What follows belongs to an exercise in optimizing a design on an open flow for small area, a short achievable clock period and few clock cycles per item; a production flow would make more cautious choices. Only the layout flow was run in this run; the RTL was not checked for function there.

## flow/config.mk

```make
export PLATFORM = sky130hd
export DESIGN_NAME = sha256_engine
export DESIGN_NICKNAME = sha256_engine
export VERILOG_FILES = /design/flow/design.v
export SDC_FILE = /design/flow/constraint.sdc
export NUM_CORES = 4
export LEC_CHECK = 0
export CAP_MARGIN = 20
export CORE_MARGIN = 2
export CORE_UTILIZATION = 40
export CTS_BUF_LIST = sky130_fd_sc_hd__clkbuf_8
export CTS_CLUSTER_SIZE = 30
export SETUP_SLACK_MARGIN = 5
export SLEW_MARGIN = 20
```

## flow/constraint.sdc

```tcl
create_clock -name core_clock -period 10.0 [get_ports {clk}]
set_input_delay 2.0000 -clock core_clock [delete_from_list [all_inputs] [get_ports {clk}]]
set_output_delay 2.0000 -clock core_clock [all_outputs]
set_load 0.01 [all_outputs]
```

## flow/design.v

```verilog
module sha256_engine (
    input  wire         clk,
    input  wire         rst,         
    input  wire         in_valid,
    output wire         in_ready,
    input  wire         in_first,    
    input  wire [511:0] in_block,
    output wire         out_valid,
    input  wire         out_ready,
    output wire [255:0] out_digest
);
  localparam [255:0] IV = 256'h6a09e667bb67ae853c6ef372a54ff53a510e527f9b05688c1f83d9ab5be0cd19;
  reg        run;          
  reg  [5:0] t;            
  reg        fin;          
  reg        fill_ok;      
  reg        cur_first;    
  reg        ov;           
  reg        spin;         
  reg  [5:0] rot;          
  reg        l61, l62, l63;   
  reg        first_r;      
  reg [31:0]  a, b, c, d, e, f, g, p;
  reg [255:0] hreg;        
  reg [511:0] w;           
  reg [31:0] k_n;
  always @(*) begin
    case (t)
      6'd0: k_n = 32'h71374491; 6'd1: k_n = 32'hb5c0fbcf;
      6'd2: k_n = 32'he9b5dba5; 6'd3: k_n = 32'h3956c25b;
      6'd4: k_n = 32'h59f111f1; 6'd5: k_n = 32'h923f82a4;
      6'd6: k_n = 32'hab1c5ed5; 6'd7: k_n = 32'hd807aa98;
      6'd8: k_n = 32'h12835b01; 6'd9: k_n = 32'h243185be;
      6'd10: k_n = 32'h550c7dc3; 6'd11: k_n = 32'h72be5d74;
      6'd12: k_n = 32'h80deb1fe; 6'd13: k_n = 32'h9bdc06a7;
      6'd14: k_n = 32'hc19bf174; 6'd15: k_n = 32'he49b69c1;
      6'd16: k_n = 32'hefbe4786; 6'd17: k_n = 32'h0fc19dc6;
      6'd18: k_n = 32'h240ca1cc; 6'd19: k_n = 32'h2de92c6f;
      6'd20: k_n = 32'h4a7484aa; 6'd21: k_n = 32'h5cb0a9dc;
      6'd22: k_n = 32'h76f988da; 6'd23: k_n = 32'h983e5152;
      6'd24: k_n = 32'ha831c66d; 6'd25: k_n = 32'hb00327c8;
      6'd26: k_n = 32'hbf597fc7; 6'd27: k_n = 32'hc6e00bf3;
      6'd28: k_n = 32'hd5a79147; 6'd29: k_n = 32'h06ca6351;
      6'd30: k_n = 32'h14292967; 6'd31: k_n = 32'h27b70a85;
      6'd32: k_n = 32'h2e1b2138; 6'd33: k_n = 32'h4d2c6dfc;
      6'd34: k_n = 32'h53380d13; 6'd35: k_n = 32'h650a7354;
      6'd36: k_n = 32'h766a0abb; 6'd37: k_n = 32'h81c2c92e;
      6'd38: k_n = 32'h92722c85; 6'd39: k_n = 32'ha2bfe8a1;
      6'd40: k_n = 32'ha81a664b; 6'd41: k_n = 32'hc24b8b70;
      6'd42: k_n = 32'hc76c51a3; 6'd43: k_n = 32'hd192e819;
      6'd44: k_n = 32'hd6990624; 6'd45: k_n = 32'hf40e3585;
      6'd46: k_n = 32'h106aa070; 6'd47: k_n = 32'h19a4c116;
      6'd48: k_n = 32'h1e376c08; 6'd49: k_n = 32'h2748774c;
      6'd50: k_n = 32'h34b0bcb5; 6'd51: k_n = 32'h391c0cb3;
      6'd52: k_n = 32'h4ed8aa4a; 6'd53: k_n = 32'h5b9cca4f;
      6'd54: k_n = 32'h682e6ff3; 6'd55: k_n = 32'h748f82ee;
      6'd56: k_n = 32'h78a5636f; 6'd57: k_n = 32'h84c87814;
      6'd58: k_n = 32'h8cc70208; 6'd59: k_n = 32'h90befffa;
      6'd60: k_n = 32'ha4506ceb; 6'd61: k_n = 32'hbef9a3f7;
      6'd62: k_n = 32'hc67178f2; default: k_n = 32'h428a2f98;
    endcase
  end
  function [31:0] rotr;
    input [31:0] x;
    input integer n;
    rotr = (x >> n) | (x << (32 - n));
  endfunction
  function [31:0] add_bk;
    input [31:0] x, y;
    reg   [31:0] gg, pp, hp;
    integer lv, i;
    begin
      gg = x & y;
      pp = x ^ y;
      hp = pp;
      for (lv = 0; lv < 5; lv = lv + 1)
        for (i = (2 << lv) - 1; i < 32; i = i + (2 << lv)) begin
          gg[i] = gg[i] | (pp[i] & gg[i - (1 << lv)]);
          pp[i] = pp[i] & pp[i - (1 << lv)];
        end
      for (lv = 3; lv >= 0; lv = lv - 1)
        for (i = (3 << lv) - 1; i < 32; i = i + (2 << lv)) begin
          gg[i] = gg[i] | (pp[i] & gg[i - (1 << lv)]);
          pp[i] = pp[i] & pp[i - (1 << lv)];
        end
      add_bk = hp ^ {gg[30:0], 1'b0};
    end
  endfunction
  function [31:0] maj3;
    input [31:0] x, y, z;
    maj3 = (x & y) | (x & z) | (y & z);
  endfunction
  wire f_fill = ~fin & (t[5:4] == 2'b11);         
  assign in_ready = fin & (~run | fill_ok);
  wire acc    = in_ready & in_valid;
  wire finish = fin & run;
  wire ov_nx  = finish | (ov & ~out_ready);
  reg [5:0] t_nx;
  reg       run_nx, fin_nx;
  always @(*) begin
    t_nx = t; run_nx = run; fin_nx = fin;
    if (fin) begin
      run_nx = acc;
      fin_nx = 1'b0;
      t_nx   = acc ? 6'd0 : 6'd48;
    end else if (spin) begin
    end else if (t == 6'd63) begin
      fin_nx = 1'b1;
    end else if (run | in_valid | (t != 6'd48)) begin
      t_nx = t + 6'd1;
    end
  end
  wire [31:0] big_s1 = rotr(e, 6) ^ rotr(e, 11) ^ rotr(e, 25);
  wire [31:0] ch     = (e & f) ^ (~e & g);
  wire [31:0] big_s0 = rotr(a, 2) ^ rotr(a, 13) ^ rotr(a, 22);
  wire [31:0] maj    = (a & b) ^ (a & c) ^ (b & c);
  wire [31:0] pch_x = (e & (p ^ f)) | (~e & (p ^ g));    
  wire [31:0] pch_a = (e & (p & f)) | (~e & (p & g));    
  wire [31:0] pch_o = (e & (p | f)) | (~e & (p | g));    
  wire [31:0] maj_m = (a & (b | c)) | (~a & (b & c));    
  wire [31:0] as0 = pch_x ^ maj_m;
  wire [31:0] ac0 = {pch_a | (pch_o & maj_m), 1'b0};
  wire [31:0] as1 = as0 ^ ac0 ^ big_s1;
  wire [31:0] ac1 = {maj3(as0, ac0, big_s1), 1'b0};
  wire [31:0] as2 = as1 ^ ac1 ^ big_s0;
  wire [31:0] ac2 = {maj3(as1, ac1, big_s0), 1'b0};
  wire [31:0] a_n = as2 + ac2;
  wire [31:0] es0 = d ^ p ^ ch;
  wire [31:0] ec0 = {maj3(d, p, ch), 1'b0};
  wire [31:0] es1 = es0 ^ ec0 ^ big_s1;
  wire [31:0] ec1 = {maj3(es0, ec0, big_s1), 1'b0};
  wire [31:0] e_n = es1 + ec1;
  wire [31:0] w0  = w[511:480];
  wire [31:0] w1  = w[479:448];
  wire [31:0] w9  = w[223:192];
  wire [31:0] w14 = w[63:32];
  wire [31:0] sm_s0 = rotr(w1, 7) ^ rotr(w1, 18) ^ (w1 >> 3);
  wire [31:0] sm_s1 = rotr(w14, 17) ^ rotr(w14, 19) ^ (w14 >> 10);
  wire [31:0] ws0 = w0 ^ sm_s0 ^ w9;
  wire [31:0] wc0 = {maj3(w0, sm_s0, w9), 1'b0};
  wire [31:0] ws1 = ws0 ^ wc0 ^ sm_s1;
  wire [31:0] wc1 = {maj3(ws0, wc0, sm_s1), 1'b0};
  wire [31:0] w_new = add_bk(ws1, wc1);
  wire [31:0] in_word = in_block[511 - 32*t[3:0] -: 32];
  wire        hstep  = ~spin & (l61 | l62 | l63 | fin);
  wire [31:0] iv_a   = l61 ? IV[159:128] : l62 ? IV[191:160] : l63 ? IV[223:192] : IV[255:224];
  wire [31:0] iv_e   = l61 ? IV[31:0]    : l62 ? IV[63:32]   : l63 ? IV[95:64]   : IV[127:96];
  wire        use_iv = run & cur_first;
  wire [31:0] lane_a = add_bk(use_iv ? iv_a : hreg[159:128], run ? a : 32'h0);
  wire [31:0] lane_e = add_bk(use_iv ? iv_e : hreg[31:0],    run ? e : 32'h0);
  wire [255:0] init = first_r ? IV :
                      {lane_a, hreg[255:160], lane_e, hreg[127:32]};
  wire [31:0] h_nx = fin ? init[31:0] : g;
  wire [31:0] ps0  = h_nx ^ k_n ^ w0;
  wire [31:0] pc0  = {maj3(h_nx, k_n, w0), 1'b0};
  wire [31:0] p_n  = add_bk(ps0, pc0);
  assign out_valid  = ov;
  assign out_digest = hreg;
  always @(posedge clk) begin
    if (rst) begin
      run    <= 1'b0;
      t      <= 6'd48;
      fin    <= 1'b0;
      fill_ok <= 1'b0;
      ov     <= 1'b0;
      spin   <= 1'b0;
      rot    <= 6'd0;
      l61    <= 1'b0;
      l62    <= 1'b0;
      l63    <= 1'b0;
    end else begin
      run    <= run_nx;
      t      <= t_nx;
      fin    <= fin_nx;
      ov     <= ov_nx;
      spin   <= ~fin_nx & (t_nx == 6'd61) & (ov_nx | (spin & (rot != 6'd47)));
      rot    <= spin ? ((rot == 6'd47) ? 6'd0 : rot + 6'd1) : 6'd0;
      if (run & ~fin & (t == 6'd48))
        fill_ok <= in_valid;
      l61    <= ~fin_nx & (t_nx == 6'd61);
      l62    <= ~fin_nx & (t_nx == 6'd62);
      l63    <= ~fin_nx & (t_nx == 6'd63);
    end
    if (f_fill)
      first_r <= in_first;
    if (hstep)
      hreg <= {lane_a, hreg[255:160], lane_e, hreg[127:32]};
    if (acc)
      cur_first <= first_r;
    if (spin) begin
      w <= {w[479:0], w0};
      {a, b, c, d} <= {d, a, b, c};
      {e, f, g} <= {g, e, f};
    end else begin
      w <= {w[479:0], f_fill ? in_word : w_new};
      if (in_ready) begin
        {a, b, c, d} <= init[255:128];
        {e, f, g} <= init[127:32];
      end else begin
        {a, b, c, d} <= {a_n, a, b, c};
        {e, f, g} <= {e_n, e, f};
      end
      p <= p_n;
    end
  end
endmodule
```

## flow/flow/run.sh

```bash
#!/bin/bash
# Standard layout, with the smallest buffer on each port.
set -euo pipefail
bash standard.sh "BUFFER_PORTS_ARGS=-buffer_cell sky130_fd_sc_hd__buf_1" finish > standard_flow.log 2>&1
```

## flow/standard.sh

```bash
#!/bin/bash
# synth_recipe.tcl (not shown) runs the flow's synth.tcl, then flattens the netlist and writes it again
# the make line also repeats each setting of config.mk as NAME=value (left out here)
make -C /OpenROAD-flow-scripts/flow DESIGN_CONFIG=/design/flow/config.mk WORK_HOME=/design/flow/orfs CLKGATE_MAP_FILE= SYNTH_SCRIPT=/design/flow/synth_recipe.tcl "${@:-finish}"
```

==> results.yml <==
worst_setup_path:
  crit_path_end_kind: "flop"
  crit_required_ns: 10.74
  cp.arrival_ns: 5.93
  reg2reg_depth: 21
  critPathMaxFanout: 4
  critPathTopFamily: "compound AO/OA/AOI/OAI gates"
  worstSetupStartpointType: "flop"
  path_depth: 21
  worst_path_max_delay_cell: "fa_1"
  cp_num_buf_inv: 1
  crit_chain: "xor2_2 > xnor2_2 > fa_1 > fa_1 > inv_2 > ha_4 > a211oi_4 > o21ai_2 > nand2_2 > o21ai_4 > a221o_1 > a221o_1 > a21oi_4 > o31ai_4 > a31o_2 > fa_2 > xor2_2 > xnor2_1 > xnor2_1 > o21ai_1 > o21ai_1"
  cpPeakStageDelay_ns: 0.54
  critPathKind: "flop to flop"
die:
  num_io_pins: 775
  start_util: 0.402
  die_w_um: 381
  row_count: 138
  core_area_um2: 141000
  die_y_um: 381
  die-area_um2: 145000
timing:
  finalHoldWorstSlack_ns: 0.290
  fin_skew_ns: 0.0459
  min_period_ns: 5.19
  finalHoldViolations: 0
  fin_crit_sh: 0.519
  tightestPinTransition_ns: 1.06
  grt_setup_unrepaired: "yes"
  relSlewSlack: 0.271
  setup_tns_ns: 0
  fmax_mhz: 193
  finalWorstSetupSlack_ns: 4.81
  drv_slew: 0
  setup-violations-final: 0
clock_tree:
  clock_sinks: 1078
  clkLatencyLatePin_ns: 0.93
  htreeDepth: 4
  cts_buffer_depth: 3
  hold_buffers: 0
  clk_pin_slew_ns: 0.06
  cts_tree: "yes"
  cts-buffers-inserted: 175
  root_buffer: "clkbuf_8"
detailed_routing:
  dr.pass1.iters: 6
  drc: 0
  wl_per_cell_um: 29.5
  num_vias: 44800
  detail-route-antenna-nets: 0
  via_per_inst: 5.52
  drt_wl_total_um: 240000
  drt_iter0_markers: 4399
synth:
  seq_area_frac_synth: 0.432
  syn-num-nets: 6356
  yosys-top-cells-area: "dfxtp_1, edfxtp_1, fa_1"
  yosysTopAreaCell: "dfxtp_1"
  synth-seq-cells: 1078
  synth_warnings: 1
  yosysUniqueCellTypes: 88
  async_reset_ff_frac: 0
  synth.cell_area_um2: 56700
  synthCells: 5235
  synth_top_area_share: 0.278
  synthFlopType: "dfxtp_1"
  synth-edff-count: 290
  postSynthAreaPerCell_um2: 10.8
placed_design:
  globalplace.congestion: 0.976
  place_ws_ns: 3.91
  dp_hpwl_um: 188000
  port_buffers: 774
global_routing:
  grt_max_degree: 80
  track_usage: 0.322
  grt_pass1_wl_um: 330000
  grt_pass1_vias: 43700
  antenna_found_initial: 38
  grt_overflow: 0
min_path:
  hold-path-cell-count: 0
  hold_path.class: "flop to flop"
flow_run:
  cap_violations: 0
layout:
  syn2layout_area_growth_pct: 18.6
  final_nets: 7153
  layout-drive-gt1-share: 0.128
  n_fill_cell: 13300
run_status:
  outcome: "no timing/DRC/antenna violations"
## area by class of cell
| cell class | instances | area (µm²) | share of cell area |
|---|---|---|---|
| Multi-Input combinational cell | 3261 | 29900 | 0.445 |
| Sequential cell | 1078 | 24600 | 0.366 |
| Timing Repair Buffer | 908 | 4150 | 0.0616 |
| Clock buffer | 206 | 2840 | 0.0421 |
| Tap cell | 1890 | 2360 | 0.0351 |
| Inverter | 608 | 2290 | 0.0340 |
| Clock inverter | 120 | 1020 | 0.0151 |
| Antenna cell | 44 | 110 | 0.00164 |
## Yosys cell counts (30+ instances only)
library cell and n:
a211oi_1 31, a21o_1 110, a21oi_1 277, a221oi_1 50, a22o_1 59, and2_1 59, buf_2 31, clkbuf_1 232
dfxtp_1 788, edfxtp_1 290, fa_1 277, ha_1 327, inv_1 604, maj3_1 31, mux2i_1 70, mux4_2 129
nand2_1 329, nand2b_1 30, nand3_1 40, nor2_1 225, nor2b_1 46, nor3_1 50, o21ai_0 232, o22a_1 72
o22ai_1 42, o31ai_1 56, xnor2_1 235, xor2_1 168
## layer usage
metal / vias up / GRT usage / routed length (µm)
met4: 16 / 0.232 / 19800
met5: - / 0 / 104
met1: 22100 / 0.401 / 93700
li1: 19700 / - / -
met3: 544 / 0.0535 / 17400
met2: 2359 / 0.508 / 108000
## worst paths after layout
check	end	slack (ns)	startpoint
worst max register to register	w[31]	4.81	w[453]
worst min register to register	w[419]	0.29	w[387]
worst min-delay path	w[419]	0.29	w[387]
worst max-delay path	w[31]	4.81	w[453]
## kinds of logic after synthesis
group                    count (synthesis)  share of synthesized area
XOR/XNOR                               403                     0.0622
flip-flops                            1078                      0.432
AO/OA/AOI/OAI                         1155                      0.136
adder cells (fa/ha/maj)                635                      0.175
multiplexers                           202                     0.0642
buffers and inverters                  896                     0.0602
AND/OR/NAND/NOR                        866                     0.0704
## timing repair
| item | in CTS | in global routing |
|---|---|---|
| setup endpoints to repair | 150 | 56 |
| buffers inserted | 17 | 44 |
| pin swaps | 37 | 56 |
| gates cloned | 1 | 1 |
| gates resized for setup | 145 | 133 |
## cell usage in the layout, fill, tap and decap left out, types with 59 or more instances in the layout
cell type	instances
mux2i_1	69
dfxtp_1	731
clkbuf_8	206
a22o_1	59
a21o_1	110
buf_1	774
a21oi_1	267
o22a_1	72
mux4_2	129
inv_1	637
o21ai_0	223
buf_4	111
fa_1	273
xnor2_1	217
edfxtp_1	290
nand2_1	320
ha_1	301
xor2_1	160
nor2_1	216
## through the flow
| stage | util | cells | area (µm²) |
|---|---|---|---|
| 3_3_place_gp | 0.436 | 7680 | 61600 |
| 4_1_cts | 0.468 | 8025 | 66200 |
| 3_5_place_dp | 0.436 | 7681 | 61600 |
| 5_1_grt | 0.476 | 8108 | 67300 |
| 6_report | 0.476 | 8115 | 67300 |
| 2_1_floorplan | - | 5235 | 56800 |
## state kept, by name, summed over array words and instances, names as in the netlist
register and flops:
g 32, l62 1, cur_first 1, run 1, l61 1, spin 1
fill_ok 1, a 32, l63 1, rot 6, first_r 1, fin 1
e 32, p 32, c 32, hreg 256, f 32, w 512
ov 1, k_n 32, t 6, b 32, d 32

[what the ideal ports hide]
The results above use ideal ports. As a check the final layout listed here was re-extracted and re-timed, cells and wires unchanged.
Step 1, drivers: a clkbuf_16 drives clk and a buf_2 each remaining input, both assumed.
Step 2, shift: input delay + t, output delay - t, t = (earliest + latest rising clock arrival at the registers) / 2. This alone moves slack from input paths to output paths.
a / b / c = ideal ports / drivers / drivers and shift; a / b = the first two.
shift t [ns]: 0.962
slack for setup (ns): 4.810 / 4.810 / 4.357
hold slack, ns: 0.290 / 0.290 / 0.290
worst setup path at the end: input to register
worst register clock-pin slew, ns: 0.08 / 0.08
After both steps setup and hold are still met in this run. The setup slack of this run moves by 0.000 ns with the drivers and by -0.453 ns with both steps.
